What follows belongs to an exercise in optimizing a design on an open flow for small area; a production flow would make more cautious choices.
In this exercise RTL edits were held to simulation tests only and were not proved equivalent to the original.
Power figures rest on the tool's default switching activity, not on a simulated workload.

==> flow/design.v (outline; a module is shown in full before it is edited, if it fits) <==
// module agdel_lane_dec: 703 lines
// module agdel_g_inv: 3 lines
// module agdel_g_nand2: 3 lines
// module agdel_g_nor2: 3 lines
// module agdel_g_nand3: 3 lines
// module agdel_g_nand4: 3 lines
// module agdel_g_and2: 3 lines
// module agdel_g_or2: 3 lines
// module agdel_g_and3: 3 lines
// module agdel_g_or3: 3 lines
// module agdel_g_or4: 3 lines
// module agdel_g_and4: 3 lines
// module agdel_g_nand2b: 3 lines
// module agdel_g_nand3b: 3 lines
// module agdel_g_nand4b: 3 lines
// module agdel_g_and4b: 3 lines
// module agdel_g_o21ai: 3 lines
// module agdel_g_o22ai: 3 lines
// module agdel_g_a31oi: 3 lines
// module agdel_g_a32oi: 3 lines
// module agdel_g_a311oi: 3 lines
// module agdel_g_o311ai: 3 lines
// module agdel_g_o21bai: 3 lines
// module agdel_g_a21o: 3 lines
// module agdel_g_o21a: 3 lines
// module agdel_g_a22o: 3 lines
// module agdel_g_o22a: 3 lines
// module agdel_g_a31o: 3 lines
// module agdel_g_a211o: 3 lines
// module agdel_g_a222oi: 3 lines
// module agdel_g_mux2i: 3 lines
// module agdel_g_xor2: 3 lines
// module agdel_g_xnor2: 3 lines
// module agdel_dat_rx: 1222 lines
module agdel_dat_rx (
    input  wire         clk,
    input  wire         rst,           
    input  wire [575:0] rx_data,       
    input  wire [71:0]  rx_check,      
    input  wire [1:0]   rx_frm0,       
    input  wire [1:0]   rx_frm1,       
    input  wire [8:0]   cnt_clr,       
    input  wire [3:0]   cnt_sel,       
    output reg          out_valid,     
    output reg          out_discard,   
    output reg          out_poison,    
    output reg          out_plane,     
    output reg          out_ce_frame,  
    output reg  [575:0] out_data,      
    output reg  [8:0]   out_ce,        
    output reg  [8:0]   out_uc,        
    output reg  [62:0]  out_ce_where,  
    output wire [15:0]  cnt_rd         
);
  // ...
==> flow/flow/run.sh <==
#!/bin/bash
# Standard layout, except: the port buffers are the smallest buffer cell (buf_1) instead of
# the one buffer_ports picks by default, and clock tree synthesis uses small clock buffers
# (clkbuf_2, clkbuf_4) without dummy loads. ORFS keeps each step's log under orfs/logs/;
# make's output goes to flow_make.log.
set -euo pipefail
export BUFFER_PORTS_ARGS="-buffer_cell sky130_fd_sc_hd__buf_1"
export CTS_ARGS="-sink_clustering_enable -repair_clock_nets -dont_use_dummy_load -sink_clustering_size 20 -buf_list {sky130_fd_sc_hd__clkbuf_2 sky130_fd_sc_hd__clkbuf_4}"
bash standard.sh > flow_make.log 2>&1
==> flow/standard.sh <==
#!/bin/bash
# synth_recipe.tcl (not shown) runs the flow's synth.tcl, then flattens the netlist and writes it again
# the make line also repeats each setting of config.mk as NAME=value (left out here)
make -C /OpenROAD-flow-scripts/flow DESIGN_CONFIG=/design/flow/config.mk WORK_HOME=/design/flow/orfs CLKGATE_MAP_FILE= SYNTH_SCRIPT=/design/flow/synth_recipe.tcl "${@:-finish}"
==> flow/config.mk <==
export PLATFORM = sky130hd
export DESIGN_NAME = agdel_dat_rx
export DESIGN_NICKNAME = agdel_dat_rx
export VERILOG_FILES = /design/flow/design.v
export SDC_FILE = /design/flow/constraint.sdc
export NUM_CORES = 4
export LEC_CHECK = 0
export CAP_MARGIN = 0
export CORE_MARGIN = 2
export CORE_UTILIZATION = 30
export GPL_TIMING_DRIVEN = 0
export SETUP_SLACK_MARGIN = 0.1
export SLEW_MARGIN = 0
export SYNTH_HIERARCHICAL = 1
==> flow/constraint.sdc <==
create_clock -name core_clock -period 7.0 [get_ports {clk}]
set_input_delay 1.4000 -clock core_clock [delete_from_list [all_inputs] [get_ports {clk}]]
set_output_delay 1.4000 -clock core_clock [all_outputs]
set_load 0.01 [all_outputs]
==> metrics.cfg, run 1 <==
[final_layout]
nets = 7329
utilization_pct = 37.2
seq_area_share_pct = 30.1
diodes = 86

[logic_synthesis]
synth_area_leaders = dfxtp_1 37%, xor2_1 26%, xnor2_1 12%, nand2_1 7.1%, nor2_1 5.2%
synthAdderAreaFrac_pct = 0
syn_inst = 5086
seq_area_frac_synth_pct = 37.1
synth_ff_type = dfxtp_1

[routing]
vias = 44300
via_per_inst = 5.13

[pwr]
seq_power_share_pct = 19.6
power_leader = combinational logic
leakage_nw = 21.0
p_switching_mw = 16.3

[placed_design]
dpl-instance-area_sq_um = 50900

[timing]
fmaxAchievable_mhz = 149
rsz0062_at_grt = true
setup_tns_ns = 0

[worst_setup_path]
cp_slowest_cell = xor2_1
reg2reg_slack_ns = 4.45
crit_top_cell = xor2_1
rr_startpoint = count[2].value[6]

[worst_hold_path]
hold_end = out_plane
hold_start = rx_frm1[0]

[status]
status = timing/DRC/antenna clean

[floorplan]
dieWidth_um = 385

==> run 2: changes to the inputs <==
==> flow/flow/run.sh (replaced) <==
#!/bin/bash
# Standard layout, except: the port buffers are the smallest buffer cell (buf_1) instead of
# the one buffer_ports picks by default, and clock tree synthesis uses small clock buffers
# (clkbuf_8, clusters of up to 20 flip-flops) without dummy loads. ORFS keeps each step's log under orfs/logs/;
# make's output goes to flow_make.log.
set -euo pipefail
export BUFFER_PORTS_ARGS="-buffer_cell sky130_fd_sc_hd__buf_1"
export CTS_ARGS="-sink_clustering_enable -repair_clock_nets -dont_use_dummy_load -sink_clustering_size 20 -sink_clustering_max_diameter 60 -buf_list {sky130_fd_sc_hd__clkbuf_8}"
bash standard.sh > flow_make.log 2>&1
==> run 2 against run 1 <==
Flip-flop and latch count unchanged. Area after synthesis unchanged. Cell count down 1.4%. Sequential power about the same. Clock power down 12%. Fmax up 2.1%. Critical path depth unchanged. Largest power group unchanged. Combinational power up 4%. Still clean on timing, DRC and antenna. Critical path type unchanged. Worst setup slack better by 0.14 ns.
==> metrics.cfg, run 2 <==
[status]
status = timing/DRC/antenna clean

[pwr]
power.internal_mw = 12.0
leakage_nw = 20.9  ; -0.42%
p_switching_mw = 16.4  ; +1.2%
combPwrFrac_pct = 70.5
p_clk_share_pct = 10.1
vdd_drop_max_mv = 0.292
p_sw_share_pct = 57.8
pwr_density_cell_nw_per_um2 = 528
seq_power_share_pct = 19.4  ; -0.2 points

[worst_setup_path]
end_kind = flip-flop
worstPathArrival_ns = 7.32
worst-setup-path-type = input port to flip-flop
worstPathRequired_ns = 7.73
start_kind = input port
max_stage_delay_ns = 0.48
cp_max_fo = 8
cp_slowest_cell = xor2_2

[final_layout]
largest_reg_flops = 576
fillers = 15300
final_common_cell = buf_1
nets = 7231  ; -1.3%
multiInputGateArea_sq_um = 27400
area_delta_synth_final_pct = 23.7
reg_top3 = out_data: 576 flops, count.value: 144 flops, out_ce_where: 63 flops
drive_gt1_share_pct = 5.20
regMostFlops = out_data
design_area_sq_um = 53800
regArea_sq_um = 16100
final_cell_mix = 1327 x buf_1, 1203 x xor2_1, 809 x nand2_1
fin_cells = 8529

[floorplan]
dieArea_sq_um = 148000
fp-row-count = 139
core-area_sq_um = 144000
start_util_pct = 30.3
io_pins = 1345
dieWidth_um = 385  ; unchanged
dieHeight_um = 385

[global_routing]
antenna_found_initial = 129
grt_max_degree = 21
overflow = 0
grt_usage_pct = 32.2
grt_pass1_vias = 40100
grt_pass1_wl_um = 328000

[timing]
slew_viol_final = 0
setup_viol = 0
holdWs_ns = 0.504
tightest_slew_ns = 1.27
fmaxAchievable_mhz = 152  ; +2.1%
finClkSkew_ns = 0.0954
finalCritPeriodShare_pct = 94.1
relSlewSlack_pct = 14.9
hold_viol_final = 0
rsz0062_at_grt = true
period_minus_slack_ns = 6.59

[logic_synthesis]
synth_top_area_cell = dfxtp_1
synthMostInstantiatedCell = xor2_1
synth_area_leaders = dfxtp_1 37%, xor2_1 26%, xnor2_1 12%, nand2_1 7.1%, nor2_1 5.2%
ys_ff_latch = 805
syn_inst = 5086  ; unchanged
syn_avg_cell_area_sq_um = 8.55
netlist_area_sq_um = 43500
async_reset_ff_share_pct = 0
yosysUniqueCellTypes = 24
synth_ff_type = dfxtp_1
synth.yosys.warnings = 7
syn_nets = 5753
seq_area_frac_synth_pct = 37.1  ; unchanged
synth_top_area_share_pct = 37.1
synth.cells.most_frequent = 1287 x xor2_1, 819 x nand2_1, 805 x dfxtp_1
synth_edf_count = 0

[routing]
drc = 0
dr.pass1.iters = 8
drt-initial-drc-count = 5323
ant_nets = 0
via_per_inst = 5.10  ; -0.45%
finalWirelength_um = 251000
wl_per_cell_um = 29.5
vias = 43500  ; -1.8%

[worst_hold_path]
hold_path.class = flip-flop to flip-flop

[placed_design]
gp_congestion = 1.09
post-dp-hpwl_um = 217000
io_buffers = 1344
place_inst = 8334
dpl-instance-area_sq_um = 50900  ; unchanged

[cts]
clk_latency_ns = 0.87
cts_htree_levels = 3
cts_tree = yes
numCtsBuffers = 91
clkSinkCount = 805
clk_path_buf_depth = 3
clk_pin_slew_ns = 0.08
root_buffer = clkbuf_8

[run]
cap_violations = 0

## run 2: cell counts after synthesis
No cell type changed its count.
## run 2: layer usage
metal	global-route usage, %	part of all wire, %	routed length (um)	vias up
met3	15.3	15	37500	605
met2	43.8	40	99500	2897
met5	0	0.31	782	-
met4	14.6	4.7	11800	94
li1	-	-	-	19100
met1	42.4	40	102000	20800
## run 2: cell families after synthesis
logic type | share of synthesized area (%)
AO/OA/AOI/OAI | 6.75
flip-flops | 37.1
buffers and inverters | 2.58
XOR/XNOR | 37.6
AND/OR/NAND/NOR | 16.0
## run 2: final timing paths
path / startpoint / to / slack, ns / cells after the start
setup / recovery: rx_data[299] / count[4].value[15] / 0.41 / 29
hold / removal: count[4].value[15] / count[4].value[15] / 0.50 / 2
setup reg to reg: count[8].value[6] / count[8].value[15] / 4.51 / 15
hold reg to reg: count[4].value[15] / count[4].value[15] / 0.50 / 2
## run 2: worst max-delay path: cells and delay by family
kind / cells / cell delay (ns)
xor+xnor: 7 / 2.21
simple gates: 13 / 2.19
buf+inv: 4 / 0.89
compound gates: 5 / 0.60
## run 2: final cells by class
type / instances / area share [%]
plain buffers: 1 / 0.0140
multi-input cells: 3983 / 50.8
diodes: 64 / 0.298
clock buffers: 91 / 2.33
repair buffers: 1385 / 10.0
well taps: 1903 / 4.43
flip-flops and latches: 805 / 30.0
inverters: 297 / 2.10
## run 2: what timing repair did
| item | CTS | global route |
|---|---|---|
| resized for setup | 59 | 180 |
| setup buffers | 4 | 36 |
| pin swaps | 7 | 24 |
| hold buffers | 0 | 0 |
| endpoints found under the setup margin | 45 | 85 |
| endpoints found under the hold margin | 0 | 0 |
## run 2: power by group through the flow
stage	registers [mW]	clock network [mW]	logic, mW
final	5.51	2.88	20.0
after global routing	5.54	3.08	21.4
after CTS	5.50	2.94	18.3
after detailed placement	5.60	0	17.9
after global placement	5.60	0	18.2
after floorplan	5.80	0	11.4
## run 2: through the flow
stage                     total power [mW]  util (%)  setup slack, ns  setup TNS [ns]
after floorplan                       17.2         -            0.640               0
after global placement                23.8      35.4            -3.63         -518.62
after detailed placement              23.5      35.5            -1.43          -88.69
after CTS                             26.8      36.5           0.0635               0
after global routing                  30.0      37.4           0.0415               0
final                                 28.4      37.4            0.410               0
## run 2: Yosys stat by module, one instance, submodules excluded, excerpt
| module | copies in the design | cells inside | flip-flops and latches | area, sq um |
|---|---|---|---|---|
| agdel_dat_rx | 1 | 806 | 805 | 16100 |
| agdel_g_a31oi | 118 | 1 | 0 | 6.26 |
| agdel_g_a32oi | 18 | 1 | 0 | 8.76 |
| agdel_g_and2 | 18 | 1 | 0 | 6.26 |
| agdel_g_and3 | 72 | 1 | 0 | 6.26 |
| agdel_g_and4 | 9 | 1 | 0 | 8.76 |
| agdel_g_inv | 297 | 1 | 0 | 3.75 |
| agdel_g_nand2 | 819 | 1 | 0 | 3.75 |
| agdel_g_nand3 | 61 | 1 | 0 | 5.00 |
| agdel_g_nor2 | 599 | 1 | 0 | 3.75 |
| agdel_g_o21ai | 118 | 1 | 0 | 5.00 |
| agdel_g_o22ai | 36 | 1 | 0 | 6.26 |
| agdel_g_or4 | 1 | 1 | 0 | 7.51 |
| agdel_g_xnor2 | 577 | 1 | 0 | 8.76 |
==> run 3: changes to the inputs <==
==> flow/flow/run.sh (replaced) <==
#!/bin/bash
# Standard layout, except: the port buffers are the smallest buffer cell (buf_1) instead of
# the one buffer_ports picks by default, and clock tree synthesis uses small clock buffers
# (clkbuf_8, clusters of up to 16 flip-flops) without dummy loads. ORFS keeps each step's log under orfs/logs/;
# make's output goes to flow_make.log.
set -euo pipefail
export BUFFER_PORTS_ARGS="-buffer_cell sky130_fd_sc_hd__buf_1"
export CTS_ARGS="-sink_clustering_enable -repair_clock_nets -dont_use_dummy_load -sink_clustering_size 16 -sink_clustering_max_diameter 50 -buf_list {sky130_fd_sc_hd__clkbuf_8}"
bash standard.sh > flow_make.log 2>&1
==> run 3 against run 2 <==
Still clean. Area after synthesis unchanged. Clock-buffer cell count is 14 higher. Register-to-register slack worse by 0.03 ns. Critical path depth is the same. Cell area grew 0.50%. Sequential share of layout area shrank 0.15 points. Via count is 0.25% higher. Global-route usage fell by 0.071 points.
==> metrics.cfg, run 3 <==
[logic_synthesis]
async_reset_ff_share_pct = 0  ; unchanged
syn_avg_cell_area_sq_um = 8.55  ; unchanged
ys_ff_latch = 805  ; unchanged
synth_top_area_share_pct = 37.1  ; unchanged
synth_top_area_cell = dfxtp_1
syn_inst = 5086  ; unchanged
synth.cells.most_frequent = 1287 x xor2_1, 819 x nand2_1, 805 x dfxtp_1
synth_area_leaders = dfxtp_1 37%, xor2_1 26%, xnor2_1 12%, nand2_1 7.1%, nor2_1 5.2%
yosysUniqueCellTypes = 24  ; unchanged
synthMostInstantiatedCell = xor2_1
synth_ff_type = dfxtp_1
netlist_area_sq_um = 43500  ; unchanged
syn_nets = 5753  ; unchanged
synth_edf_count = 0  ; unchanged
seq_area_frac_synth_pct = 37.1  ; unchanged
synth.yosys.warnings = 7  ; unchanged

[cts]
clk_latency_ns = 0.81  ; -0.06 ns
clkSinkCount = 805  ; unchanged
clk_path_buf_depth = 3  ; unchanged
numCtsBuffers = 105  ; +15%
hold_buffers = 0  ; unchanged
cts_htree_levels = 3  ; unchanged
clk_pin_slew_ns = 0.09  ; about the same
root_buffer = clkbuf_8
cts_tree = yes

[timing]
tightest_slew_ns = 1.29  ; +0.0198 ns
rsz0062_at_grt = true
hold_viol_final = 0  ; unchanged
fmaxAchievable_mhz = 149  ; -1.8%
setup_viol = 0  ; unchanged
slew_viol_final = 0  ; unchanged
finClkSkew_ns = 0.0893  ; -0.00614 ns
finalCritPeriodShare_pct = 95.8  ; +1.7 points
period_minus_slack_ns = 6.71  ; +0.120 ns
relSlewSlack_pct = 13.6  ; -1.3 points

[worst_setup_path]
crit_top_cell = xor2_1
worst-setup-path-type = input port to flip-flop
cp_slowest_cell = nor2_1
worstPathArrival_ns = 7.46  ; +0.14 ns
end_kind = flip-flop
max_stage_delay_ns = 0.58  ; +0.10 ns
start_kind = input port
cp_max_fo = 8  ; unchanged
worstPathRequired_ns = 7.75  ; +0.02 ns

[final_layout]
nets = 7245  ; +0.19%
area_delta_synth_final_pct = 24.4
reg_top3 = out_data: 576 flops, count.value: 144 flops, out_ce_where: 63 flops
final_common_cell = buf_1
regMostFlops = out_data
final_cell_mix = 1324 x buf_1, 1203 x xor2_1, 809 x nand2_1
utilization_pct = 37.6  ; +0.19 points
drive_gt1_share_pct = 5.47  ; +0.28 points
design_area_sq_um = 54100  ; +0.50%
largest_reg_flops = 576  ; unchanged

[routing]
vias = 43600  ; +0.25%
wl_per_cell_um = 29.3  ; -0.51%
drc = 0  ; unchanged
met2_wirelength_um = 98800  ; -0.66%
wl_met1_um = 102000  ; +0.47%
ant_nets = 0  ; unchanged
drt-initial-drc-count = 5217  ; -2.0%
wl_met3_um = 36600  ; -2.2%
finalWirelength_um = 251000  ; -0.11%
dr.pass1.iters = 7  ; -1
highest_layer = met5
via_per_inst = 5.10  ; -0.15%

[floorplan]
dieHeight_um = 385  ; unchanged
core-area_sq_um = 144000  ; unchanged
dieWidth_um = 385  ; unchanged
io_pins = 1345  ; unchanged
fp-row-count = 139  ; unchanged
start_util_pct = 30.3  ; unchanged
dieArea_sq_um = 148000  ; unchanged

[run]
cap_violations = 0  ; unchanged

[placed_design]
post-dp-hpwl_um = 217000  ; unchanged
gp_congestion = 1.09  ; unchanged
io_buffers = 1344  ; unchanged
dpl-instance-area_sq_um = 50900  ; unchanged

[pwr]
vdd_drop_max_mv = 0.286  ; -2.2%
leakage_nw = 21.0  ; +0.52%
pwr_density_cell_nw_per_um2 = 529  ; +0.20%

[worst_hold_path]
hold_path.class = flip-flop to flip-flop

[global_routing]
overflow = 0  ; unchanged
grt_max_degree = 18  ; -14%
grt_usage_pct = 32.1  ; -0.071 points
grt_pass1_vias = 40100  ; +0.15%
antenna_found_initial = 133  ; +3.1%
grt_pass1_wl_um = 328000  ; -0.14%

[status]
status = timing/DRC/antenna clean

==> run 3: final timing paths <==
kind	to	from	depth (start not counted)	slack (ns)
worst min-delay path	count[4].value[15]	count[4].value[15]	2	0.50
worst min register to register	count[4].value[15]	count[4].value[15]	2	0.50
worst max register to register	count[2].value[15]	count[2].value[4]	15	4.48
worst max-delay path	count[5].value[15]	rx_data[379]	29	0.29
==> run 3: critical path, delay by kind of cell <==
| kind | cells | cell delay [ns] |
|---|---|---|
| and+or+nand+nor | 13 | 2.47 |
| xor gates and xnor gates | 7 | 2.13 |
| buffers and inverters | 4 | 0.77 |
| AOI/OAI and AO/OA | 5 | 0.67 |
==> run 3: cells by family after synthesis <==
family                 synth area share [%]
XOR/XNOR                               37.6
buffers and inverters                  2.58
AO/OA/AOI/OAI                          6.75
flip-flops                             37.1
AND/OR/NAND/NOR                        16.0
==> run 3: metal layers <==
layer / vias to the layer above / track usage (%)
met2: 2883 / 43.5
li1: 19200 / -
met5: - / 0.0325
met1: 20800 / 42.2
met3: 632 / 15.4
met4: 104 / 15.3
==> run 3: power breakdown <==
part | switching [mW] | total (mW) | internal, mW
Clock | 1.75 | 3.06 | 1.31
Combinational | 14.5 | 20.1 | 5.60
Sequential | 0.268 | 5.51 | 5.24
==> run 3: layout make-up <==
cell class	instances	area, sq um
antenna	84	210
multi-input combinational	3983	27400
sequential	805	16100
tap	1903	2380
fill	15300	89600
timing repair buffer	1385	5420
buffer	1	7.51
inverter	297	1130
clock buffer	105	1450
==> run 3: repair_timing <==
item,4_1_cts,5_1_grt
setup endpoints to repair,44,82
pin swaps,7,24
gates resized for setup,58,188
buffers inserted,4,36
==> run 3: modules after synthesis, one instance, submodules excluded, a selection <==
module	area, sq um	flops+latches	copies in the design	cells inside
agdel_g_a211o	8.76	0	36	1
agdel_g_a32oi	8.76	0	18	1
agdel_g_xnor2	8.76	0	577	1
agdel_g_a31oi	6.26	0	118	1
agdel_g_xor2	8.76	0	1287	1
agdel_g_o21a	7.51	0	27	1
agdel_g_and2	6.26	0	18	1
agdel_dat_rx	16100	805	1	806
agdel_g_or4	7.51	0	1	1
agdel_g_and3	6.26	0	72	1
agdel_g_nor2	3.75	0	599	1
agdel_g_nand2	3.75	0	819	1
agdel_g_and4	8.76	0	9	1
==> run 3: per-stage QoR <==
step	setup slack [ns]	cells	power (mW)	setup TNS, ns	hold WS (ns)
after floorplan	0.640	5086	17.2	0	0.466
after global placement	-3.63	8333	23.8	-518.62	0.488
after detailed placement	-1.43	8334	23.5	-88.69	0.491
after CTS	0.0895	8443	26.9	0	0.500
after global routing	0.0423	8513	30.2	0	0.514
final	0.291	8563	28.6	0	0.497

re-timing with driven ports:
No port has a modelled driver above. Below, the same layouts with a new extraction and two added sets of constraints. Step 1 (the two cells are an assumption about what drives the block):
set clk [get_ports {clk}]
set_driving_cell -lib_cell sky130_fd_sc_hd__clkbuf_16 $clk
set_driving_cell -lib_cell sky130_fd_sc_hd__buf_2 [delete_from_list [all_inputs] $clk]
Step 2 also shifts input and output timing later by t, the mid clock arrival at the registers, as if the neighbouring blocks saw the same clock. Three values: no drivers, after step 1, after step 2; two values: the first two.
run	t (ns)	setup slack, ns	worst setup path at the end	pins driven straight from the clock port
run 1	1.228	0.271 / 0.259 / -0.970	input to register	1
run 2	0.881	0.410 / 0.245 / -0.636	input to register	1
run 3	0.867	0.291 / 0.113 / -0.754	input to register	1
With both steps, setup timing fails in every run listed, where it was met with ideal ports. The setup slack of run 1, which loses most, moves by -0.012 ns with the drivers and by -1.241 ns with both steps.
